Context: an optimization exercise on an open-source flow, tuned for small area, a short achievable clock period and few clock cycles per item. The choices shown serve that exercise and are no tape-out recipe.
Function was checked by simulation only, so behaviour that the tests miss may differ from the original.
No driver is modelled on the clock port, so clocking that relies on it looks cheaper here than on a real chip.

**design/flow/flow/abc_nf.script**
```
strash
&get -n
&fraig -x
&put
scorr
dc2
dretime
strash
&get -n
&dch -f
&nf -R 10
&put
buffer -c
topo
stime -c
upsize -c
dnsize -c
```
**design/flow/standard.sh**
```bash
#!/bin/bash
# synth_recipe.tcl (not shown) runs the flow's synth.tcl, then flattens the netlist and writes it again
# the make line also repeats each setting of config.mk as NAME=value (left out here)
make -C /OpenROAD-flow-scripts/flow DESIGN_CONFIG=/design/flow/config.mk WORK_HOME=/design/flow/orfs CLKGATE_MAP_FILE= SYNTH_SCRIPT=/design/flow/synth_recipe.tcl "${@:-finish}"
```
**design/flow/design.v**
```verilog
module xu_aes_sbox_top (
    input  wire [7:0]  a,
    output wire [17:0] m
);
  wire U0, U1, U2, U3, U4, U5, U6, U7;
  assign U0 = a[7];
  assign U1 = a[6];
  assign U2 = a[5];
  assign U3 = a[4];
  assign U4 = a[3];
  assign U5 = a[2];
  assign U6 = a[1];
  assign U7 = a[0];
  wire T1, T2, T3, T4, T5, T6, T7, T8, T9, T10, T11, T12;
  wire T13, T14, T15, T16, T17, T18, T19, T20, T21, T22, T23, T24;
  wire T25, T26, T27, M1, M2, M3, M4, M5, M6, M7, M8, M9;
  wire M10, M11, M12, M13, M14, M15, M16, M17, M18, M19, M20, M21;
  wire M22, M23, M24, M25, M26, M27, M28, M29, M30, M31, M32, M33;
  wire M34, M35, M36, M37, M38, M39, M40, M41, M42, M43, M44, M45;
  wire M46, M47, M48, M49, M50, M51, M52, M53, M54, M55, M56, M57;
  wire M58, M59, M60, M61, M62, M63;
  assign T1 = U0 ^ U3;
  assign T2 = U0 ^ U5;
  assign T3 = U0 ^ U6;
  assign T4 = U3 ^ U5;
  assign T5 = U4 ^ U6;
  assign T6 = T1 ^ T5;
  assign T7 = U1 ^ U2;
  assign T8 = U7 ^ T6;
  assign T9 = U7 ^ T7;
  assign T10 = T6 ^ T7;
  assign T11 = U1 ^ U5;
  assign T12 = U2 ^ U5;
  assign T13 = T3 ^ T4;
  assign T14 = T6 ^ T11;
  assign T15 = T5 ^ T11;
  assign T16 = T5 ^ T12;
  assign T17 = T9 ^ T16;
  assign T18 = U3 ^ U7;
  assign T19 = T7 ^ T18;
  assign T20 = T1 ^ T19;
  assign T21 = U6 ^ U7;
  assign T22 = T7 ^ T21;
  assign T23 = T2 ^ T22;
  assign T24 = T2 ^ T10;
  assign T25 = T20 ^ T17;
  assign T26 = T3 ^ T16;
  assign T27 = T1 ^ T12;
  assign M1 = T13 & T6;
  assign M2 = T23 & T8;
  assign M3 = T14 ^ M1;
  assign M4 = T19 & U7;
  assign M5 = M4 ^ M1;
  assign M6 = T3 & T16;
  assign M7 = T22 & T9;
  assign M8 = T26 ^ M6;
  assign M9 = T20 & T17;
  assign M10 = M9 ^ M6;
  assign M11 = T1 & T15;
  assign M12 = T4 & T27;
  assign M13 = M12 ^ M11;
  assign M14 = T2 & T10;
  assign M15 = M14 ^ M11;
  assign M16 = M3 ^ M2;
  assign M17 = M5 ^ T24;
  assign M18 = M8 ^ M7;
  assign M19 = M10 ^ M15;
  assign M20 = M16 ^ M13;
  assign M21 = M17 ^ M15;
  assign M22 = M18 ^ M13;
  assign M23 = M19 ^ T25;
  assign M24 = M22 ^ M23;
  assign M25 = M22 & M20;
  assign M26 = M21 ^ M25;
  assign M27 = M20 ^ M21;
  assign M28 = M23 ^ M25;
  assign M29 = M28 & M27;
  assign M30 = M26 & M24;
  assign M31 = M20 & M23;
  assign M32 = M27 & M31;
  assign M33 = M27 ^ M25;
  assign M34 = M21 & M22;
  assign M35 = M24 & M34;
  assign M36 = M24 ^ M25;
  assign M37 = M21 ^ M29;
  assign M38 = M32 ^ M33;
  assign M39 = M23 ^ M30;
  assign M40 = M35 ^ M36;
  assign M41 = M38 ^ M40;
  assign M42 = M37 ^ M39;
  assign M43 = M37 ^ M38;
  assign M44 = M39 ^ M40;
  assign M45 = M42 ^ M41;
  assign M46 = M44 & T6;
  assign M47 = M40 & T8;
  assign M48 = M39 & U7;
  assign M49 = M43 & T16;
  assign M50 = M38 & T9;
  assign M51 = M37 & T17;
  assign M52 = M42 & T15;
  assign M53 = M45 & T27;
  assign M54 = M41 & T10;
  assign M55 = M44 & T13;
  assign M56 = M40 & T23;
  assign M57 = M39 & T19;
  assign M58 = M43 & T3;
  assign M59 = M38 & T22;
  assign M60 = M37 & T20;
  assign M61 = M42 & T1;
  assign M62 = M45 & T4;
  assign M63 = M41 & T2;
  assign m[0] = M46;
  assign m[1] = M47;
  assign m[2] = M48;
  assign m[3] = M49;
  assign m[4] = M50;
  assign m[5] = M51;
  assign m[6] = M52;
  assign m[7] = M53;
  assign m[8] = M54;
  assign m[9] = M55;
  assign m[10] = M56;
  assign m[11] = M57;
  assign m[12] = M58;
  assign m[13] = M59;
  assign m[14] = M60;
  assign m[15] = M61;
  assign m[16] = M62;
  assign m[17] = M63;
endmodule
module xu_aes_sbox_bot (
    input  wire [17:0] m,
    output wire [7:0]  y
);
  wire M46, M47, M48, M49, M50, M51, M52, M53, M54, M55, M56, M57, M58, M59, M60, M61, M62, M63;
  assign M46 = m[0];
  assign M47 = m[1];
  assign M48 = m[2];
  assign M49 = m[3];
  assign M50 = m[4];
  assign M51 = m[5];
  assign M52 = m[6];
  assign M53 = m[7];
  assign M54 = m[8];
  assign M55 = m[9];
  assign M56 = m[10];
  assign M57 = m[11];
  assign M58 = m[12];
  assign M59 = m[13];
  assign M60 = m[14];
  assign M61 = m[15];
  assign M62 = m[16];
  assign M63 = m[17];
  wire L0, L1, L2, L3, L4, L5, L6, L7, L8, L9, L10, L11;
  wire L12, L13, L14, L15, L16, L17, L18, L19, L20, L21, L22, L23;
  wire L24, L25, L26, L27, L28, L29;
  assign L0 = M61 ^ M62;
  assign L1 = M50 ^ M56;
  assign L2 = M46 ^ M48;
  assign L3 = M47 ^ M55;
  assign L4 = M54 ^ M58;
  assign L5 = M49 ^ M61;
  assign L6 = M62 ^ L5;
  assign L7 = M46 ^ L3;
  assign L8 = M51 ^ M59;
  assign L9 = M52 ^ M53;
  assign L10 = M53 ^ L4;
  assign L11 = M60 ^ L2;
  assign L12 = M48 ^ M51;
  assign L13 = M50 ^ L0;
  assign L14 = M52 ^ M61;
  assign L15 = M55 ^ L1;
  assign L16 = M56 ^ L0;
  assign L17 = M57 ^ L1;
  assign L18 = M58 ^ L8;
  assign L19 = M63 ^ L4;
  assign L20 = L0 ^ L1;
  assign L21 = L1 ^ L7;
  assign L22 = L3 ^ L12;
  assign L23 = L18 ^ L2;
  assign L24 = L15 ^ L9;
  assign L25 = L6 ^ L10;
  assign L26 = L7 ^ L9;
  assign L27 = L8 ^ L10;
  assign L28 = L11 ^ L14;
  assign L29 = L11 ^ L17;
  assign y[7] = L6 ^ L24;
  assign y[6] = ~(L16 ^ L26);
  assign y[5] = ~(L19 ^ L28);
  assign y[4] = L6 ^ L21;
  assign y[3] = L20 ^ L22;
  assign y[2] = L25 ^ L29;
  assign y[1] = ~(L13 ^ L27);
  assign y[0] = ~(L6 ^ L23);
endmodule
module xu_aes_sbox (
    input  wire [7:0] a,
    output wire [7:0] y
);
  wire [17:0] m;
  xu_aes_sbox_top u_top (.a(a), .m(m));
  xu_aes_sbox_bot u_bot (.m(m), .y(y));
endmodule
module xu_aes (
    input  wire         clk,
    input  wire         rst,         
    input  wire         in_valid,
    output wire         in_ready,
    input  wire         in_key256,   
    input  wire [255:0] in_key,
    input  wire [127:0] in_block,
    output reg          out_valid,
    output wire [127:0] out_data
);
  function [7:0] xtime;
    input [7:0] b;
    xtime = {b[6:0], 1'b0} ^ (b[7] ? 8'h1b : 8'h00);
  endfunction
  localparam NC = 1;
  reg [NC-1:0] q_act;      
  reg [NC-1:0] q_k256;
  reg  [3:0]  q_rnd;       
  reg  [7:0]  q_rcon;
  reg         q_rot;       
  reg [127:0] q_state;
  reg [127:0] q_ka;        
  reg [127:0] q_kb;        
  reg  [31:0] q_kw;        
  reg         p_act;
  reg [NC-1:0] p_k256;
  reg  [3:0]  p_rnd;       
  reg [NC-1:0] p_last;     
  reg [NC-1:0] p_cont;     
  reg  [7:0]  p_rcon;
  reg         p_rot;
  reg [287:0] p_m;         
  reg  [71:0] p_km;        
  reg [127:0] p_kp;        
  reg [127:0] p_kb;
  reg [127:0] r_out;       
  assign out_data = r_out;
  genvar gi;
  wire order_ok = !q_act[0] || !q_k256[0] || (q_rnd >= 4'd4);
  reg  r_ready;
  assign in_ready = r_ready;
  wire       lastq0     = q_k256[0] ? (q_rnd == 4'd13) : (q_rnd == 4'd9);
  wire       p_cont_n   = q_act[0] && !lastq0;
  wire       q_act_n    = p_cont[0] || (in_valid && order_ok);
  wire       q_k256_n   = p_cont[0] ? p_k256[0] : in_key256;
  wire [3:0] q_rnd_n    = p_cont[0] ? p_rnd : 4'd0;
  wire       order_ok_n = !q_act_n || !q_k256_n || (q_rnd_n >= 4'd4);
  always @(posedge clk) begin
    if (rst)
      r_ready <= 1'b1;
    else
      r_ready <= !p_cont_n && order_ok_n;
  end
  wire [127:0] act_w, k256_w;
  generate
    for (gi = 0; gi < 128; gi = gi + 1) begin : g_ctl
      assign act_w[gi]  = p_cont[gi * NC / 128];
      assign k256_w[gi] = p_k256[gi * NC / 128];
    end
  endgenerate
  wire [31:0]  q_rc    = {24'd0, q_rot ? q_rcon : 8'd0};
  wire [287:0] m_nxt;
  wire  [71:0] km_nxt;
  generate
    for (gi = 0; gi < 16; gi = gi + 1) begin : g_sa
      xu_aes_sbox_top u_top (.a(q_state[8*gi +: 8]), .m(m_nxt[18*gi +: 18]));
    end
    for (gi = 0; gi < 4; gi = gi + 1) begin : g_ka
      xu_aes_sbox_top u_top (.a(q_kw[8*gi +: 8]), .m(km_nxt[18*gi +: 18]));
    end
  endgenerate
  always @(posedge clk) begin
    if (rst)
      p_act <= 1'b0;
    else
      p_act <= q_act[0];
    p_k256 <= q_k256;
    p_rnd  <= q_rnd + 4'd1;
    p_last <= (q_k256 & {NC{q_rnd == 4'd13}}) | (~q_k256 & {NC{q_rnd == 4'd9}});
    if (rst)
      p_cont <= {NC{1'b0}};
    else
      p_cont <= q_act & ~((q_k256 & {NC{q_rnd == 4'd13}}) | (~q_k256 & {NC{q_rnd == 4'd9}}));
    p_rcon <= q_rcon;
    p_rot  <= q_rot;
    p_m    <= m_nxt;
    p_km   <= km_nxt;
    p_kp   <= {q_ka[127:96] ^ q_ka[95:64] ^ q_ka[63:32] ^ q_ka[31:0] ^ q_rc,
               q_ka[95:64] ^ q_ka[63:32] ^ q_ka[31:0] ^ q_rc,
               q_ka[63:32] ^ q_ka[31:0] ^ q_rc,
               q_ka[31:0] ^ q_rc};
    p_kb   <= q_kb;
  end
  wire [127:0] sb;
  wire  [31:0] ksub;
  generate
    for (gi = 0; gi < 16; gi = gi + 1) begin : g_sb
      xu_aes_sbox_bot u_bot (.m(p_m[18*gi +: 18]), .y(sb[8*gi +: 8]));
    end
    for (gi = 0; gi < 4; gi = gi + 1) begin : g_kb
      xu_aes_sbox_bot u_bot (.m(p_km[18*gi +: 18]), .y(ksub[8*gi +: 8]));
    end
  endgenerate
  wire [127:0] sr;
  generate
    for (gi = 0; gi < 16; gi = gi + 1) begin : g_shift
      assign sr[8*gi +: 8] = sb[8*((gi + 4*(gi % 4)) % 16) +: 8];
    end
  endgenerate
  wire [127:0] mx;
  generate
    for (gi = 0; gi < 4; gi = gi + 1) begin : g_mix
      wire [7:0] a0 = sr[32*gi +: 8];
      wire [7:0] a1 = sr[32*gi + 8 +: 8];
      wire [7:0] a2 = sr[32*gi + 16 +: 8];
      wire [7:0] a3 = sr[32*gi + 24 +: 8];
      wire [7:0] t  = a0 ^ a1 ^ a2 ^ a3;
      assign mx[32*gi +: 8]      = t ^ xtime(a0 ^ a1);
      assign mx[32*gi + 8 +: 8]  = t ^ xtime(a1 ^ a2);
      assign mx[32*gi + 16 +: 8] = t ^ xtime(a2 ^ a3);
      assign mx[32*gi + 24 +: 8] = t ^ xtime(a3 ^ a0);
    end
  endgenerate
  wire [31:0]  k0      = p_kp[31:0];
  wire [31:0]  k1      = p_kp[63:32];
  wire [31:0]  k2      = p_kp[95:64];
  wire [31:0]  k3      = p_kp[127:96];
  wire [127:0] knext   = {k3, k2, k1, k0} ^ {4{ksub}};
  wire [127:0] rkey    = (k256_w & p_kb) | (~k256_w & knext);
  wire [127:0] last_out  = sr ^ rkey;
  wire [127:0] round_out = last_out ^ mx;
  wire [127:0] state_nxt = (act_w & round_out) | (~act_w & (in_block ^ in_key[127:0]));
  wire [31:0]  kw_in  = in_key256 ? in_key[255:224] : in_key[127:96];
  wire         rot_n  = !p_k256[0] || !p_rot;       
  wire [31:0]  kw_n   = rot_n ? {knext[103:96], knext[127:104]} : knext[127:96];
  integer c;
  always @(posedge clk) begin
    for (c = 0; c < NC; c = c + 1) begin
      if (rst)
        q_act[c] <= 1'b0;
      else
        q_act[c] <= p_cont[c] || (in_valid && order_ok);
      q_k256[c] <= p_cont[c] ? p_k256[c] : in_key256;
    end
    if (rst)
      out_valid <= 1'b0;
    else
      out_valid <= p_act && p_last[0];
    q_state <= state_nxt;
    r_out   <= last_out;
    q_ka    <= (act_w & rkey) | (~act_w & in_key[127:0]);
    q_kb    <= (act_w & knext) | (~act_w & in_key[255:128]);
    q_kw    <= p_cont[0] ? kw_n : {kw_in[7:0], kw_in[31:8]};
    if (p_cont[0]) begin
      q_rnd  <= p_rnd;
      q_rcon <= p_rot ? xtime(p_rcon) : p_rcon;
      q_rot  <= rot_n;
    end else begin
      q_rnd  <= 4'd0;
      q_rcon <= 8'h01;
      q_rot  <= 1'b1;
    end
  end
endmodule
```
**design/flow/flow/run.sh**
```bash
#!/bin/bash
set -euo pipefail
W=$(pwd)
SETUP_MARGIN=6.5
cat > "$W/my_synth.tcl" <<EOT
proc abc {args} {
  set i [lsearch -exact \$args -script]
  if {\$i >= 0} { set args [lreplace \$args \$i [expr {\$i + 1}] -script $W/flow/abc_nf.script] }
  puts "abc with flow/abc_nf.script: \$args"
  yosys abc {*}\$args
}
source $W/synth_recipe.tcl
EOT
bash standard.sh SYNTH_SCRIPT="$W/my_synth.tcl" \
  BUFFER_PORTS_ARGS="-buffer_cell sky130_fd_sc_hd__buf_1" \
  SETUP_SLACK_MARGIN="$SETUP_MARGIN" \
  CTS_ARGS="-sink_clustering_enable -repair_clock_nets -buf_list sky130_fd_sc_hd__clkbuf_8 -sink_clustering_size 12 -sink_clustering_max_diameter 100 -dont_use_dummy_load" \
  finish > "$W/standard.log" 2>&1
```
**design/flow/constraint.sdc**
```tcl
create_clock -name core_clock -period 10.0 [get_ports {clk}]
set_input_delay 2.0000 -clock core_clock [delete_from_list [all_inputs] [get_ports {clk}]]
set_output_delay 2.0000 -clock core_clock [all_outputs]
set_load 0.01 [all_outputs]
```
**design/flow/config.mk**
```make
export PLATFORM = sky130hd
export DESIGN_NAME = xu_aes
export DESIGN_NICKNAME = xu_aes
export VERILOG_FILES = /design/flow/design.v
export SDC_FILE = /design/flow/constraint.sdc
export NUM_CORES = 4
export LEC_CHECK = 0
export ABC_CLOCK_PERIOD_IN_PS = 5000
export CAP_MARGIN = 20
export CORE_MARGIN = 2
export CORE_UTILIZATION = 50
export CTS_BUF_LIST = sky130_fd_sc_hd__clkbuf_8
export CTS_CLUSTER_SIZE = 20
export PLACE_DENSITY = 0.6
export SETUP_SLACK_MARGIN = 5
export SLEW_MARGIN = 20
```
==> results.txt, run 1 <==
- Run status: no timing/DRC/antenna violations
- Endpoint kind of the worst setup timing path: flip-flop
- Max-slew headroom: 0.258
- Skew final: approximately 0.064 ns
- Root Driver: sky130_fd_sc_hd__clkbuf_8
- Global route total overflow: 0
- Cells after Synth: between 5k and 6k
- Slew at the pin with the worst max-slew slack: 1.11 ns
- Required @ worst endpoint: approximately 11 ns
- # fillers: roughly 10k
- Register-to-register path setup slack: 6.41 ns
- Total negative slack: 0 ns
- Finished Core Util: 0.563
- Register area share after synthesis: 0.418
- Leading cell type in the layout, fill and taps excluded: sky130_fd_sc_hd__xnor2_1
- Floorplan Core Area: between 100000 and 150000 um^2
- Die width: 342 um
- Endpoint of the worst-slack reg-to-reg timing path: q_state[113]
- # DRC: 0
- Max Fanout on Critical Path: 4
- Share of async-settable or async-resettable flops after synthesis: 0
- Clock tree from TritonCTS: done
- Number of buffers between clock root and the deepest sink: 3
- Number of nets produced by synthesis: between 6k and 7k
- Crit. Startpoint: p_m[33]
- Dominant synthesized flop cell: sky130_fd_sc_hd__dfxtp_1
- Violation count after the first detailed-routing iteration: 3174
- Share of the clock period used by the worst path: 0.359
- Number of top-level pins: ~520
- Count of flip-flops with a built-in enable after synthesis: 0
- Hold-fix buffer count after cts: 0
- WL final: 187 mm
- Via count: between 40k and 50k
- Max-capacitance violation count: 0
- Cells taking the most area after synthesis: sky130_fd_sc_hd__dfxtp_1 (42%), sky130_fd_sc_hd__xnor2_1 (22%), sky130_fd_sc_hd__xor2_1 (13%)
- CTS H-tree depth: 3
- Growth of design area from synthesis to finish: 12.2%
- DR vias/cell: 5.15
- Inserted Clock Buffers: roughly 110
- Floorplan row count: about 120
- Number of synthesized register bits: roughly 1.2k
- Unrepaired setup endpoints after global routing: yes
- Final HPWL from detailed placement: 152 mm
- Highest clock frequency the design can meet: 279 MHz
- FF-to-FF path depth: 9
- Number of sinks driven by the clock tree: roughly 1.2k
- Type of the worst min-delay path: reg2reg
- Endpoint of the worst setup timing path: q_state[113]
- Share of the synthesized area in the top cell type: 0.418
- Critical path arrival: between 4 and 5 ns
- Pins over their slew limit: 0
- GR Util All Layers: 0.311
- Mean instance size in the synthesized netlist: 9.59 um^2
- Final nets: 6925
- Clock insertion delay at the later pin of the skew report: 0.82 ns
- Fin Hold WS: about 0.3 ns
- Remaining number of nets flagged by the antenna check after routing: 0
- Wire length per cell after detailed routing: 23.4 um
- Type of the setup path with the least slack: reg2reg
- Die footprint: between 100000 and 150000 um^2
- Cell type with the largest total area after synthesis: sky130_fd_sc_hd__dfxtp_1
- Initial antenna violation count: 8
- DRT Pass-1 Iters: 5
- Number of endpoints failing setup at the final stage: 0
- Vertical extent of the die: roughly 340 um
- CP cell instances: xor2_2, xnor2_1, xnor2_1, xnor2_1, xnor2_1, xnor2_1, xnor2_1, xnor2_1, a21oi_1
- CP most frequent cell: sky130_fd_sc_hd__xnor2_1
- Yosys warns: 1
- Number of port buffers: ~520
- Critical path's slowest cell: sky130_fd_sc_hd__xnor2_1
- Top library cells by usage in the layout, fill and taps aside: sky130_fd_sc_hd__xnor2_1 (1319), sky130_fd_sc_hd__dfxtp_1 (1150), sky130_fd_sc_hd__nor2_1 (850)
- Vias in the first global route: roughly 40k
- Proportion of layout cells with a drive suffix above 1: 0.0807
- Maximum number of pins on one net before global-route repair: 175
- Final-report hold violation count: 0
- Shortest clock period the worst path allows after layout: ~3.6 ns
- Clock-pin slew on the worst setup and hold paths: 0.09 ns
- Cell area after synthesis: between 50000 and 60000 um^2
- Initial Util: 0.502
- Launch instance of the worst register-to-register path: p_m[33]
- Routability congestion estimate: approximately 0.95
- Setup slack at placement: about 6.2 ns
- Startpoint Class: flip-flop
- Synth cell types: 55
- Worst setup margin: approximately 6.4 ns
- Wire length of the first global-routing pass: ~270 mm
- Max incr delay on CP: 0.87 ns
-- logic make-up (layout without fill, tap and decap cells) --
logic type                 after synthesis  after routing  synth area share
adders and majority gates               42             42           0.00919
AOI/OAI and AO/OA                      803            803            0.0784
and+or+nand+nor                       1245           1245            0.0897
other                                    0              6                 0
muxes                                   34             34           0.00648
buffers and inverters                  243            777            0.0161
DFF                                   1194           1194             0.418
xor gates and xnor gates              2398           2398             0.382
-- sequential cells by signal (all words and copies together) (netlist names) --
signal	cells
out_valid	1
p_act	1
p_cont	1
p_k256	1
p_kb	128
p_km	72
p_kp	128
p_last	1
p_m	288
p_rcon	8
p_rnd	4
p_rot	1
q_act	1
q_k256	1
q_ka	128
q_kb	128
q_kw	32
q_rcon	8
q_rnd	4
q_rot	1
q_state	128
r_out	128
r_ready	1
-- worst min path at each step --
stage	from	end	slack (ns)	cells after the start
floorplan	q_kb[0]	p_kb[0]	0.31	0
global placement	q_kb[102]	p_kb[102]	0.31	0
detailed placement	q_kb[102]	p_kb[102]	0.31	0
CTS	q_kb[82]	p_kb[82]	0.32	0
global route	q_kb[82]	p_kb[82]	0.32	0
finish	q_kb[97]	p_kb[97]	0.31	0
-- cell type report --
| class | instances | area (um^2) | share of cell area |
|---|---|---|---|
| antenna | 6 | 15.0 | 0.000234 |
| clock buffer | 109 | 1500 | 0.0234 |
| inverter | 99 | 372 | 0.00579 |
| multi-input combinational | 4522 | 34100 | 0.531 |
| sequential | 1194 | 24000 | 0.373 |
| tap | 1512 | 1890 | 0.0295 |
| timing repair buffer | 569 | 2360 | 0.0368 |
-- through the flow --
stage	cell area (um^2)	std cells
after global routing	64100	8006
final	64200	8011
after CTS	62700	7986
after global placement	60800	7873
after floorplan	57200	5959
after detailed placement	60800	7873
-- layer usage --
layer  GRT usage  routed length, um  vias up  share of wire
met4       0.107               6940        2          0.037
li1            -                  -    19900              -
met1       0.425              82600    19700           0.44
met3      0.0360              11400      271          0.061
met2       0.507              86500     1437           0.46
met5           0                  7        -       0.000037
-- synth_stat cells, types with 21 or more instances --
cell type and instances:
sky130_fd_sc_hd__dfxtp_1 1194, sky130_fd_sc_hd__xnor2_1 1460, sky130_fd_sc_hd__o221ai_1 21, sky130_fd_sc_hd__nor2b_1 81
sky130_fd_sc_hd__a21oi_1 457, sky130_fd_sc_hd__xor2_1 838, sky130_fd_sc_hd__o22ai_1 48, sky130_fd_sc_hd__a21o_1 23
sky130_fd_sc_hd__inv_1 99, sky130_fd_sc_hd__and2_1 32, sky130_fd_sc_hd__xor2_2 31, sky130_fd_sc_hd__xnor2_2 56
sky130_fd_sc_hd__nor2_1 853, sky130_fd_sc_hd__clkbuf_1 126, sky130_fd_sc_hd__nand2_1 209, sky130_fd_sc_hd__o21ai_0 157
sky130_fd_sc_hd__ha_1 42
-- critical path: cells and delay by family (launching register included) --
family / cells / cell delay, ns
xor gates and xnor gates: 8 / 2.87
AOI/OAI and AO/OA: 1 / 0.19
DFF: 1 / 0.40
-- repair_timing --
item	in CTS	in global routing
setup buffers	4	19
endpoints found under the setup margin	71	220
resized for setup	50	201
pin swaps	3	18
Testbench counts, summed over its fixed seeds: cycles 24,800, blocks 2,048.
==> inputs of run 2 (changes only) <==
--- a/design/flow/flow/run.sh
+++ b/design/flow/flow/run.sh
@@ -16,3 +16,3 @@
   SETUP_SLACK_MARGIN="$SETUP_MARGIN" \
-  CTS_ARGS="-sink_clustering_enable -repair_clock_nets -buf_list sky130_fd_sc_hd__clkbuf_8 -sink_clustering_size 12 -sink_clustering_max_diameter 100 -dont_use_dummy_load" \
+  CTS_ARGS="-sink_clustering_enable -repair_clock_nets -buf_list sky130_fd_sc_hd__clkbuf_16 -sink_clustering_size 20 -sink_clustering_max_diameter 100 -dont_use_dummy_load" \
   finish > "$W/standard.log" 2>&1
==> results.txt, run 2 <==
- Cells taking the most area after synthesis: sky130_fd_sc_hd__dfxtp_1 (42%), sky130_fd_sc_hd__xnor2_1 (22%), sky130_fd_sc_hd__xor2_1 (13%)
- DR vias/cell: ~5.1
- Die footprint: between 100000 and 150000 um^2
- Final nets: roughly 6.9k
- Cell area after synthesis: 57200 um^2
- Number of nets produced by synthesis: between 6k and 7k
- Max Fanout on Critical Path: 4
- Endpoint kind of the worst setup timing path: flip-flop
- Share of the synthesized area in the top cell type: 0.418
- Max-capacitance violation count: 0
- Fin Hold WS: about 0.32 ns
- Ranking of synthesized cells by instance count: sky130_fd_sc_hd__xnor2_1 (1460), sky130_fd_sc_hd__dfxtp_1 (1194), sky130_fd_sc_hd__nor2_1 (853)
- Clock tree from TritonCTS: done
- Initial Util: 0.502
- Skew final: ~0.058 ns
- Final HPWL from detailed placement: 152 mm
- Fin area: between 60000 and 70000 um^2
- Synth cell types: 55
- Number of flip-flops under the largest register name: about 290
- Slew at the pin with the worst max-slew slack: between 1 and 1.5 ns
- Maximum number of pins on one net before global-route repair: around 180
- Floorplan Core Area: roughly 110000 um^2
- Final std cells w/o fill: between 7k and 8k
- Yosys warns: 1
- Clock-pin slew on the worst setup and hold paths: about 0.090 ns
- Highest clock frequency the design can meet: 285 MHz
- Floorplan row count: 124
- Startpoint Class: flip-flop
- Inserted Clock Buffers: 70
- Count of flip-flops with a built-in enable after synthesis: 0
- GR Util All Layers: 0.310
- Number of port buffers: 517
- Wire length per cell after detailed routing: about 23 um
- DRT Pass-1 Iters: 5
- Number of buffers between clock root and the deepest sink: 3
- CTS H-tree depth: 3
- Most frequent cell after synthesis: sky130_fd_sc_hd__xnor2_1
- Top library cells by usage in the layout, fill and taps aside: sky130_fd_sc_hd__xnor2_1 (1315), sky130_fd_sc_hd__dfxtp_1 (1152), sky130_fd_sc_hd__nor2_1 (851)
- Pins over their slew limit: 0
- Growth of design area from synthesis to finish: 12.9%
- Unrepaired setup endpoints after global routing: yes
- # DRC: 0
- Type of the setup path with the least slack: reg2reg
- Violation count after the first detailed-routing iteration: approximately 3.2k
- Run status: no timing/DRC/antenna violations
- Die width: ~340 um
- Leading cell type in the layout, fill and taps excluded: sky130_fd_sc_hd__xnor2_1
- Cell type with the largest total area after synthesis: sky130_fd_sc_hd__dfxtp_1
- Remaining number of nets flagged by the antenna check after routing: 0
- Initial antenna violation count: 7
- # placed instances: between 7k and 8k
- Number of top-level pins: between 500 and 600
- Shortest clock period the worst path allows after layout: roughly 3.5 ns
- Share of the clock period used by the worst path: 0.350
- Instance area at placement: about 60000 um^2
- Register area share after synthesis: 0.418
- Share of async-settable or async-resettable flops after synthesis: 0
- Root Driver: sky130_fd_sc_hd__clkbuf_16
- Type of the worst min-delay path: reg2reg
- Max-slew headroom: 0.276
- Wire length of the first global-routing pass: 264 mm
- Proportion of layout cells with a drive suffix above 1: 0.0766
- Cells after Synth: approximately 6.0k
- Final-report hold violation count: 0
- Via count: a little over 40k
- Number of synthesized register bits: ~1.2k
- Required @ worst endpoint: between 10 and 15 ns
- WL final: approximately 190 mm
- Number of endpoints failing setup at the final stage: 0
- Global route total overflow: 0
- Mean instance size in the synthesized netlist: around 9.6 um^2
- Critical path arrival: between 3 and 4 ns
- Vias in the first global route: approximately 40k
- Routability congestion estimate: roughly 0.95
- Total negative slack: 0 ns
- Reg with most FFs: p_m
- Clock insertion delay at the later pin of the skew report: about 0.67 ns
- Vertical extent of the die: between 300 and 400 um
- Number of sinks driven by the clock tree: 1194
- Dominant synthesized flop cell: sky130_fd_sc_hd__dfxtp_1
## run 2: cell count changes in the layout (fill, tap and decap cells not counted), moves of 2 or more
| cell | delta |
|---|---|
| sky130_fd_sc_hd__dfxtp_2 | -2 |
| sky130_fd_sc_hd__diode_2 | -3 |
| sky130_fd_sc_hd__buf_4 | +4 |
| sky130_fd_sc_hd__xor2_1 | -4 |
| sky130_fd_sc_hd__xnor2_4 | +2 |
| sky130_fd_sc_hd__dfxtp_1 | +2 |
| sky130_fd_sc_hd__clkbuf_16 | +70 |
| sky130_fd_sc_hd__clkbuf_8 | -109 |
| sky130_fd_sc_hd__xnor2_1 | -4 |
| sky130_fd_sc_hd__xor2_2 | +3 |
| sky130_fd_sc_hd__xnor2_2 | +2 |
## run 2: path summary, 6_finish.rpt
kind,startpoint,depth (start not counted),endpoint,slack [ns]
setup / recovery,p_km[55],9,q_state[126],6.50
hold / removal,q_kb[67],0,p_kb[67],0.32
setup reg to reg,p_km[55],9,q_state[126],6.50
hold reg to reg,q_kb[67],0,p_kb[67],0.32
## run 2: worst max-delay path: stages, from the launching register on
cell and delay (ns):
sky130_fd_sc_hd__dfxtp_1 0.37, sky130_fd_sc_hd__xor2_1 0.35, sky130_fd_sc_hd__xor2_1 0.21, sky130_fd_sc_hd__xnor2_1 0.13
sky130_fd_sc_hd__xnor2_2 0.37, sky130_fd_sc_hd__xor2_1 0.55, sky130_fd_sc_hd__o21ai_1 0.32, sky130_fd_sc_hd__xor2_1 0.28
sky130_fd_sc_hd__xnor2_1 0.48, sky130_fd_sc_hd__a21oi_1 0.22
## run 2: final cells by class
class,count,area [um^2]
antenna,3,7.51
multi-input combinational,4522,34100
inverter,99,372
clock buffer,70,1750
fill,10400,49400
tap,1512,1890
timing repair buffer,574,2400
sequential,1194,24000
## run 2: kinds of logic after synthesis
kind of cell / Yosys count / synth area share
compound gates: 803 / 0.0784
xor+xnor: 2398 / 0.382
fa+ha+maj: 42 / 0.00919
buf+inv: 243 / 0.0161
flops: 1194 / 0.418
mux: 34 / 0.00648
simple gates: 1245 / 0.0897
## run 2: metrics by stage
| step | utilization | setup WS, ns |
|---|---|---|
| floorplan | - | 6.81 |
| global placement | 0.534 | 6.24 |
| detailed placement | 0.534 | 6.23 |
| CTS | 0.553 | 6.50 |
| global route | 0.567 | 6.43 |
| finish | 0.567 | 6.50 |
## run 2: per-layer routing
layer | track usage | routed length [um]
met5 | 0 | 0
met4 | 0.106 | 6980
met3 | 0.0352 | 11100
met2 | 0.505 | 86100
met1 | 0.425 | 82800
## run 2: what timing repair did
| action | CTS | global route |
|---|---|---|
| setup buffers | 2 | 26 |
| gates resized for setup | 47 | 210 |
| hold buffers | 0 | 0 |
| endpoints found under the setup margin | 67 | 224 |
| pin swaps | 2 | 21 |
==> inputs of run 3 (changes only) <==
--- a/design/flow/config.mk
+++ b/design/flow/config.mk
@@ -11,3 +11,4 @@
 export CORE_UTILIZATION = 50
-export CTS_BUF_LIST = sky130_fd_sc_hd__clkbuf_8
+export CTS_BUF_LIST = sky130_fd_sc_hd__clkbuf_16
+export CTS_CLUSTER_DIAMETER = 100
 export CTS_CLUSTER_SIZE = 20
==> results.txt, run 3 <==
- Die width: about 340 um
- Top library cells by usage in the layout, fill and taps aside: sky130_fd_sc_hd__xnor2_1 (1315), sky130_fd_sc_hd__dfxtp_1 (1152), sky130_fd_sc_hd__nor2_1 (851)
- Die footprint: ~120000 um^2
- Max-capacitance violation count: 0
- FF-to-FF path depth: 9
- Pins over their slew limit: 0
- Number of nets produced by synthesis: between 6k and 7k
- Most crowded layer after global routing: met2
- Initial antenna violation count: 7
- Cell area after synthesis: 57200 um^2
- Total negative slack: 0 ns
- Setup slack at placement: between 6 and 7 ns
- Remaining number of nets flagged by the antenna check after routing: 0
- Share of the synthesized area in the top cell type: 0.418
- # DRC: 0
- Run status: no timing/DRC/antenna violations
- Share of async-settable or async-resettable flops after synthesis: 0
- Initial Util: 0.502
- Launch instance of the worst register-to-register path: p_km[55]
- Critical path's slowest cell: sky130_fd_sc_hd__xor2_1
- Violation count after the first detailed-routing iteration: roughly 3.2k
- Type of the worst min-delay path: reg2reg
- CTS H-tree depth: 3
- Skew final: about 0.058 ns
- Final HPWL from detailed placement: 152 mm
- Final-report hold violation count: 0
- Yosys warns: 1
- Vias in the first global route: around 40k
- Count of flip-flops with a built-in enable after synthesis: 0
- Unrepaired setup endpoints after global routing: yes
- Leading cell type in the layout, fill and taps excluded: sky130_fd_sc_hd__xnor2_1
- Dominant synthesized flop cell: sky130_fd_sc_hd__dfxtp_1
- Cells after Synth: 5959
- Fin Hold WS: 0.322 ns
- Highest clock frequency the design can meet: 285 MHz
- Clock-pin slew on the worst setup and hold paths: 0.09 ns
- Endpoint kind of the worst setup timing path: flip-flop
- Root Driver: sky130_fd_sc_hd__clkbuf_16
- WL final: ~190 mm
- Ranking of synthesized cells by instance count: sky130_fd_sc_hd__xnor2_1 (1460), sky130_fd_sc_hd__dfxtp_1 (1194), sky130_fd_sc_hd__nor2_1 (853)
- Type of the setup path with the least slack: reg2reg
- Startpoint Class: flip-flop
- Register-to-register path setup slack: about 6.5 ns
- Number of endpoints failing setup at the final stage: 0
- Worst setup margin: approximately 6.5 ns
- Number of top-level pins: ~520
- Mean instance size in the synthesized netlist: between 9 and 10 um^2
- Max incr delay on CP: between 0.5 and 0.6 ns
- Proportion of layout cells with a drive suffix above 1: 0.0766
- Final nets: between 6k and 7k
- GR Util All Layers: 0.310
- Synth cell types: 55
- Critical path arrival: between 3 and 4 ns
- Number of sinks driven by the clock tree: roughly 1.2k
- Max-slew headroom: 0.276
- Max Fanout on Critical Path: 4
- Most frequent cell after synthesis: sky130_fd_sc_hd__xnor2_1
- Endpoint with the worst hold slack: p_kb[67]
- Endpoint of the worst-slack reg-to-reg timing path: q_state[126]
- Growth of design area from synthesis to finish: 12.9%
- Routability congestion estimate: between 0.9 and 1
- Cell type with the largest total area after synthesis: sky130_fd_sc_hd__dfxtp_1
- Vertical extent of the die: ~340 um
- DRT Pass-1 Iters: 5
- Number of synthesized register bits: 1194
- Reg with most FFs: p_m
- Slew at the pin with the worst max-slew slack: 1.08 ns
- Number of flip-flops under the largest register name: approximately 290
- Wire length of the first global-routing pass: between 200 and 300 mm
- Hold-fix buffer count after cts: 0
- Floorplan row count: ~120
- Clock tree from TritonCTS: done
- Number of buffers between clock root and the deepest sink: 3
- Number of port buffers: around 520
- DR vias/cell: a little over 5
- Fraction of met1 tracks used by global routing: 0.425
- Hold path startpoint: q_kb[67]
- Final std cells w/o fill: around 8k
- Cells on Worst Hold Path: 0
- Register area share after synthesis: 0.418
- Wire length per cell after detailed routing: 23.4 um
- Required @ worst endpoint: ~10 ns
- # placed instances: between 7k and 8k
- Met3 demand-to-capacity share in global routing: 0.0352
- Cells taking the most area after synthesis: sky130_fd_sc_hd__dfxtp_1 (42%), sky130_fd_sc_hd__xnor2_1 (22%), sky130_fd_sc_hd__xor2_1 (13%)
- GR Layer Usage met2: 0.505
- CP most frequent cell: sky130_fd_sc_hd__xor2_1
- Clock insertion delay at the later pin of the skew report: 0.67 ns
- CP cell instances: xor2_1, xor2_1, xnor2_1, xnor2_2, xor2_1, o21ai_1, xor2_1, xnor2_1, a21oi_1
- Share of the clock period used by the worst path: 0.350
- Inserted Clock Buffers: 70
- Shortest clock period the worst path allows after layout: around 3.5 ns
- Maximum number of pins on one net before global-route repair: 175
- Floorplan Core Area: ~110000 um^2
- Global route total overflow: 0
- Via count: around 41k
## run 3: cell counts in the layout (fill, tap and decap cells not counted)
No cell type changed its count.
## run 3: through the flow
step,utilization,instance area (um^2)
3_5_place_dp,0.534,60800
6_report,0.567,64500
5_1_grt,0.567,64500
2_1_floorplan,-,57200
4_1_cts,0.553,62900
3_3_place_gp,0.534,60800
## run 3: area by class of cell
class | instances | area [um^2]
inverters | 99 | 372
clock buffers | 70 | 1750
diodes | 3 | 7.51
repair buffers | 574 | 2400
flip-flops and latches | 1194 | 24000
well taps | 1512 | 1890
fillers | 10400 | 49400
multi-input cells | 4522 | 34100
## run 3: how the worst max path moves through the flow
| stage | startpoint | end | slack [ns] | cells after the start |
|---|---|---|---|---|
| finish | p_km[55] | q_state[126] | 6.50 | 9 |
| CTS | p_km[15] | q_state[32] | 6.50 | 10 |
| detailed placement | q_state[119] | p_m[268] | 6.23 | 12 |
| floorplan | q_state[119] | p_m[268] | 6.81 | 13 |
| global route | p_km[0] | q_state[69] | 6.43 | 10 |
| global placement | q_state[119] | p_m[268] | 6.24 | 12 |
## run 3: cell families (layout without fill, tap and decap cells)
| family | count (synthesis) | in the layout | share of synthesized area |
|---|---|---|---|
| flops | 1194 | 1194 | 0.418 |
| mux | 34 | 34 | 0.00648 |
| xor+xnor | 2398 | 2398 | 0.382 |
| buf+inv | 243 | 743 | 0.0161 |
| compound gates | 803 | 803 | 0.0784 |
| simple gates | 1245 | 1245 | 0.0897 |
| fa+ha+maj | 42 | 42 | 0.00919 |
| other cells | 0 | 3 | 0 |
## run 3: timing repair
action / in CTS / in global routing
pin swaps: 2 / 21
buffers inserted: 2 / 26
endpoints found under the setup margin: 67 / 224
resized for setup: 47 / 210
## run 3: worst max-delay path, delay by kind of cell, from the launching register on
kind | cells | cell delay (ns)
AO/OA/AOI/OAI | 2 | 0.54
XOR/XNOR | 7 | 2.37
flip-flops | 1 | 0.37
## run 3: routing by layer
metal | share of wire | wire length, um
met1 | 0.44 | 82800
met2 | 0.46 | 86100
met3 | 0.059 | 11100
met4 | 0.037 | 6980
met5 | 0 | 0
==> inputs of run 4 (changes only) <==
--- a/design/flow/flow/run.sh
+++ b/design/flow/flow/run.sh
@@ -3,3 +3,3 @@
 W=$(pwd)
-SETUP_MARGIN=6.5
+SETUP_MARGIN=6.4
 cat > "$W/my_synth.tcl" <<EOT
==> results.txt, run 4 <==
- FF-to-FF path depth: 9
- # placed instances: around 7.9k
- Number of port buffers: ~520
- Final-report hold violation count: 0
- Pins over their slew limit: 0
- Endpoint kind of the worst setup timing path: flip-flop
- Die width: 342 um
- Mean instance size in the synthesized netlist: about 9.6 um^2
- Critical path arrival: 4.15 ns
- Dominant synthesized flop cell: sky130_fd_sc_hd__dfxtp_1
- Share of the synthesized area in the top cell type: 0.418
- Synth cell types: 55
- Number of endpoints failing setup at the final stage: 0
- Growth of design area from synthesis to finish: 11.7%
- Clock insertion delay at the later pin of the skew report: 0.67 ns
- # DRC: 0
- Number of buffers between clock root and the deepest sink: 3
- Initial antenna violation count: 6
- Most frequent cell after synthesis: sky130_fd_sc_hd__xnor2_1
- Cell type with the largest total area after synthesis: sky130_fd_sc_hd__dfxtp_1
- Number of sinks driven by the clock tree: 1194
- Highest clock frequency the design can meet: ~280 MHz
- Floorplan row count: 124
- DR vias/cell: between 5 and 6
- Die footprint: ~120000 um^2
- Initial Util: 0.502
- Share of the clock period used by the worst path: 0.364
- Proportion of layout cells with a drive suffix above 1: 0.0627
- Cells on Worst Hold Path: 0
- Yosys warns: 1
- Cells after Synth: 5959
- Slew at the pin with the worst max-slew slack: ~1.2 ns
- Leading cell type in the layout, fill and taps excluded: sky130_fd_sc_hd__xnor2_1
- DRT Pass-1 Iters: 5
- WL final: around 190 mm
- Total negative slack: 0 ns
- Vias in the first global route: around 40k
- Cells taking the most area after synthesis: sky130_fd_sc_hd__dfxtp_1 (42%), sky130_fd_sc_hd__xnor2_1 (22%), sky130_fd_sc_hd__xor2_1 (13%)
- Max-slew headroom: 0.185
- Max-capacitance violation count: 0
- Wire length of the first global-routing pass: 264 mm
- Clock-pin slew on the worst setup and hold paths: 0.09 ns
- Shortest clock period the worst path allows after layout: roughly 3.6 ns
- CTS H-tree depth: 3
- Skew final: 0.0547 ns
- Max Fanout on Critical Path: 4
- Register area share after synthesis: 0.418
- Via count: a little over 40k
- Maximum number of pins on one net before global-route repair: between 150 and 200
- # fillers: approximately 10k
- Required @ worst endpoint: 10.52 ns
- Clock tree from TritonCTS: done
- Type of the worst min-delay path: reg2reg
- Number of top-level pins: ~520
- Hold-fix buffer count after cts: 0
- Cell area after synthesis: 57200 um^2
- Count of flip-flops with a built-in enable after synthesis: 0
- Floorplan Core Area: 114000 um^2
- Root Driver: sky130_fd_sc_hd__clkbuf_16
- Number of synthesized register bits: 1194
- Violation count after the first detailed-routing iteration: roughly 3.3k
- Share of async-settable or async-resettable flops after synthesis: 0
- Routability congestion estimate: roughly 0.95
- Top library cells by usage in the layout, fill and taps aside: sky130_fd_sc_hd__xnor2_1 (1346), sky130_fd_sc_hd__dfxtp_1 (1174), sky130_fd_sc_hd__nor2_1 (851)
- Inserted Clock Buffers: 70
- Run status: no timing/DRC/antenna violations
- Final nets: just under 7k
- Startpoint Class: flip-flop
- Remaining number of nets flagged by the antenna check after routing: 0
- Wire length per cell after detailed routing: ~23 um
- Final std cells w/o fill: 7962
- Reg with most FFs: p_m
- Final HPWL from detailed placement: around 150 mm
- Vertical extent of the die: around 340 um
- Ranking of synthesized cells by instance count: sky130_fd_sc_hd__xnor2_1 (1460), sky130_fd_sc_hd__dfxtp_1 (1194), sky130_fd_sc_hd__nor2_1 (853)
- GR Util All Layers: 0.309
- Number of flip-flops under the largest register name: approximately 290
- Unrepaired setup endpoints after global routing: yes
- Type of the setup path with the least slack: reg2reg
- Number of nets produced by synthesis: about 6.4k
- Global route total overflow: 0
-- run 4: cell counts after synthesis --
No cell type changed its count.
-- run 4: what timing repair did --
| action | 4_1_cts | 5_1_grt |
|---|---|---|
| endpoints found under the setup margin | 14 | 186 |
| buffers inserted | 0 | 11 |
| pin swaps | 0 | 11 |
| resized for setup | 14 | 152 |
-- run 4: worst paths after layout --
| check | startpoint | end | slack, ns |
|---|---|---|---|
| hold / removal | q_kb[67] | p_kb[67] | 0.33 |
| setup / recovery | p_m[51] | q_state[91] | 6.36 |
| hold reg to reg | q_kb[67] | p_kb[67] | 0.33 |
| setup reg to reg | p_m[51] | q_state[91] | 6.36 |
-- run 4: critical path: stages, from the launching register on --
cell	delay [ns]
sky130_fd_sc_hd__dfxtp_1	0.38
sky130_fd_sc_hd__xor2_1	0.49
sky130_fd_sc_hd__xor2_1	0.16
sky130_fd_sc_hd__xnor2_1	0.17
sky130_fd_sc_hd__xnor2_1	0.87
sky130_fd_sc_hd__xnor2_1	0.31
sky130_fd_sc_hd__xnor2_2	0.27
sky130_fd_sc_hd__xnor2_1	0.54
sky130_fd_sc_hd__xnor2_1	0.21
sky130_fd_sc_hd__a21oi_1	0.11
-- run 4: final cells by class --
| cell class | count | area (um^2) | area share |
|---|---|---|---|
| multi-input cells | 4522 | 33600 | 0.526 |
| flip-flops and latches | 1194 | 23900 | 0.375 |
| repair buffers | 557 | 2270 | 0.0356 |
| well taps | 1512 | 1890 | 0.0296 |
| clock buffers | 70 | 1750 | 0.0274 |
| inverters | 99 | 372 | 0.00582 |
| diodes | 8 | 20.0 | 0.000314 |
-- run 4: kinds of logic after synthesis --
group,share of synthesized area
multiplexers,0.00648
adder cells (fa/ha/maj),0.00919
AND/OR/NAND/NOR,0.0897
buffers and inverters,0.0161
XOR/XNOR,0.382
flip-flops,0.418
AO/OA/AOI/OAI,0.0784
-- run 4: layer usage --
layer	part of all wire	track usage	up-vias
met1	0.45	0.424	19500
met5	0	0	-
li1	-	-	19800
met3	0.052	0.0353	228
met2	0.46	0.504	1227
met4	0.036	0.108	0
-- run 4: metrics by stage --
step / hold WS [ns] / utilization / setup WS, ns / cell area [um^2]
final: 0.325 / 0.561 / 6.36 / 63800
after global routing: 0.332 / 0.560 / 6.35 / 63800
after CTS: 0.322 / 0.550 / 6.40 / 62700
after detailed placement: 0.312 / 0.534 / 6.23 / 60800
after global placement: 0.310 / 0.534 / 6.24 / 60800
after floorplan: 0.310 / - / 6.81 / 57200
==> inputs of run 5 (changes only) <==
--- a/design/flow/flow/run.sh
+++ b/design/flow/flow/run.sh
@@ -3,3 +3,3 @@
 W=$(pwd)
-SETUP_MARGIN=6.4
+SETUP_MARGIN=6.6
 cat > "$W/my_synth.tcl" <<EOT
==> results.txt, run 5 <==
- Run status: no timing/DRC/antenna violations
- Required @ worst endpoint: approximately 10 ns
- Slew at the pin with the worst max-slew slack: between 1 and 1.5 ns
- Number of endpoints failing setup at the final stage: 0
- WL final: 188 mm
- Pins over their slew limit: 0
- Combined area of the multi-input logic cells: 34800 um^2
- Max Fanout on Critical Path: 5
- Wire length per cell after detailed routing: around 23 um
- Instance area at placement: roughly 61000 um^2
- Total area of sequential cells: around 24000 um^2
- Count of flip-flops with a built-in enable after synthesis: 0
- Floorplan Core Area: roughly 110000 um^2
- Proportion of layout cells with a drive suffix above 1: 0.0950
- Cell type with the largest total area after synthesis: sky130_fd_sc_hd__dfxtp_1
- Crit. Startpoint: p_m[69]
- Maximum number of pins on one net before global-route repair: approximately 180
- Ranking of synthesized cells by instance count: sky130_fd_sc_hd__xnor2_1 (1460), sky130_fd_sc_hd__dfxtp_1 (1194), sky130_fd_sc_hd__nor2_1 (853)
- Final HPWL from detailed placement: 152 mm
- Dominant synthesized flop cell: sky130_fd_sc_hd__dfxtp_1
- Launch instance of the worst register-to-register path: p_m[69]
- Met3 demand-to-capacity share in global routing: 0.0358
- Via count: between 40k and 50k
- Number of nets produced by synthesis: 6389
- Number of top-level pins: a little over 500
- Vertical extent of the die: 342 um
- Total negative slack: 0 ns
- Endpoint kind of the worst setup timing path: flip-flop
- Violation count after the first detailed-routing iteration: 3189
- Most crowded layer after global routing: met2
- Synth cell types: 55
- Critical path's slowest cell: sky130_fd_sc_hd__xor2_2
- # DRC: 0
- Most frequent cell after synthesis: sky130_fd_sc_hd__xnor2_1
- Die width: about 340 um
- Share of the clock period used by the worst path: 0.345
- Initial Util: 0.502
- Hold path startpoint: q_kb[33]
- Register area share after synthesis: 0.418
- Number of flip-flops under the largest register name: ~290
- Number of sinks driven by the clock tree: between 1k and 1.5k
- Fin area: approximately 66000 um^2
- Share of async-settable or async-resettable flops after synthesis: 0
- Vias in the first global route: 39.9k
- Global route total overflow: 0
- Type of the worst min-delay path: reg2reg
- Fraction of met1 tracks used by global routing: 0.425
- Max-capacitance violation count: 0
- CTS H-tree depth: 3
- Routability congestion estimate: 0.950
- Clock-pin slew on the worst setup and hold paths: 0.09 ns
- GR Layer Usage met2: 0.508
- Max-slew headroom: 0.281
- Floorplan row count: around 120
- Max incr delay on CP: 0.57 ns
- Endpoint with the worst hold slack: p_kb[33]
- Register-to-register path setup slack: 6.55 ns
- Number of buffers between clock root and the deepest sink: 3
- Growth of design area from synthesis to finish: 14.7%
- Highest clock frequency the design can meet: just under 300 MHz
- Initial antenna violation count: 7
- DR vias/cell: between 5 and 6
- Clock tree from TritonCTS: done
- Wire length of the first global-routing pass: 265 mm
- Number of port buffers: 517
- GR Util All Layers: 0.310
- Cell area after synthesis: 57200 um^2
- Mean instance size in the synthesized netlist: roughly 9.6 um^2
- Type of the setup path with the least slack: reg2reg
- Final-report hold violation count: 0
- Share of the synthesized area in the top cell type: 0.418
- Leading cell type in the layout, fill and taps excluded: sky130_fd_sc_hd__xnor2_1
- Number of synthesized register bits: ~1.2k
- Yosys warns: 1
- Shortest clock period the worst path allows after layout: ~3.5 ns
- Inserted Clock Buffers: 70
- DRT Pass-1 Iters: 5
- CP cell instances: xor2_2, xnor2_2, xor2_1, xor2_2, xor2_4, xnor2_2, xnor2_1, xor2_1, nand2_1, o21ai_0
- Die footprint: ~120000 um^2
- Clock insertion delay at the later pin of the skew report: about 0.67 ns
- Remaining number of nets flagged by the antenna check after routing: 0
- # fillers: between 10k and 15k
- Skew final: ~0.055 ns
- Unrepaired setup endpoints after global routing: yes
- Endpoint of the worst-slack reg-to-reg timing path: q_state[55]
- Cells on Worst Hold Path: 0
- Top library cells by usage in the layout, fill and taps aside: sky130_fd_sc_hd__xnor2_1 (1275), sky130_fd_sc_hd__dfxtp_1 (1136), sky130_fd_sc_hd__nor2_1 (851)
- Critical path arrival: a little under 4 ns
- Reg with most FFs: p_m
- Root Driver: sky130_fd_sc_hd__clkbuf_16
- Cells taking the most area after synthesis: sky130_fd_sc_hd__dfxtp_1 (42%), sky130_fd_sc_hd__xnor2_1 (22%), sky130_fd_sc_hd__xor2_1 (13%)
- FF-to-FF path depth: 10
- Startpoint Class: flip-flop
- Cells after Synth: a little under 6k
- Final nets: slightly below 7k
-- run 5: critical path, delay by kind of cell (launching register included) --
kind / cells / cell delay [ns]
xor gates and xnor gates: 8 / 2.57
DFF: 1 / 0.40
AOI/OAI and AO/OA: 1 / 0.19
and+or+nand+nor: 1 / 0.08
-- run 5: kinds of logic (layout without fill, tap and decap cells) --
kind of cell,after synthesis,in the layout,share of synthesized area
buffers and inverters,243,780,0.0161
adders and majority gates,42,42,0.00919
other,0,6,0
AOI/OAI and AO/OA,803,803,0.0784
DFF,1194,1194,0.418
xor gates and xnor gates,2398,2398,0.382
muxes,34,34,0.00648
and+or+nand+nor,1245,1245,0.0897
-- run 5: worst max-delay path by stage --
| stage | depth (start not counted) | end |
|---|---|---|
| floorplan | 13 | p_m[268] |
| global route | 10 | q_state[55] |
| finish | 10 | q_state[55] |
| detailed placement | 12 | p_m[268] |
| global placement | 12 | p_m[268] |
| CTS | 10 | q_state[32] |
-- run 5: cell type report --
class,count,area share
multi-input combinational,4522,0.531
sequential,1194,0.366
timing repair buffer,611,0.0412
tap,1512,0.0289
clock buffer,70,0.0267
inverter,99,0.00567
antenna,6,0.000229
-- run 5: repair_timing --
action                                  CTS  global route
pin swaps                                 8            41
resized for setup                       116           254
endpoints found under the setup margin  150           215
hold buffers                              0             0
buffers inserted                          8            57
-- run 5: per-stage QoR --
stage	util	setup WS, ns	std cells	hold slack, ns
final	0.576	6.55	8014	0.321
after global placement	0.534	6.24	7873	0.310
after floorplan	-	6.81	5959	0.310
after global routing	0.576	6.49	8008	0.332
after detailed placement	0.534	6.23	7873	0.312
after CTS	0.557	6.50	7951	0.322
-- run 5: metal layers --
metal / share of wire / vias to the layer above
met5: 0 / -
met3: 0.062 / 244
li1: - / 19900
met4: 0.035 / 0
met1: 0.44 / 19800
met2: 0.46 / 1371

[static timing again, ports no longer ideal]
In the flow no input, the clock included, has a driving cell. The finished layouts below were timed again as built, in two steps.
Step 1, drivers: a clkbuf_16 drives clk and a buf_2 each remaining input, both assumed.
Step 2 moves the port delays by t, midway between the first and last clock arrival at a register: inputs arrive t later, outputs are due t later. That takes back most of the time a late clock gives input paths.
Three values: ideal, step 1, step 2; two values: the first two.
run | t (ns) | setup WS [ns] | worst hold slack (ns) | worst setup path at the end | pins driven straight from the clock port
run 1 | 0.865 | 6.411 / 6.411 / 6.237 | 0.309 / 0.309 / 0.309 | input to register | 1
run 2 | 0.724 | 6.495 / 6.495 / 6.300 | 0.322 / 0.322 / 0.322 | input to register | 1
run 3 | 0.724 | 6.495 / 6.495 / 6.300 | 0.322 / 0.322 / 0.322 | input to register | 1
run 4 | 0.722 | 6.365 / 6.365 / 6.268 | 0.325 / 0.325 / 0.325 | input to register | 1
run 5 | 0.722 | 6.550 / 6.550 / 6.270 | 0.321 / 0.321 / 0.321 | input to register | 1
After both steps setup and hold are still met in every run listed. For run 5, which loses most, drivers alone change the setup slack by 0.000 ns; drivers and shift together by -0.280 ns.
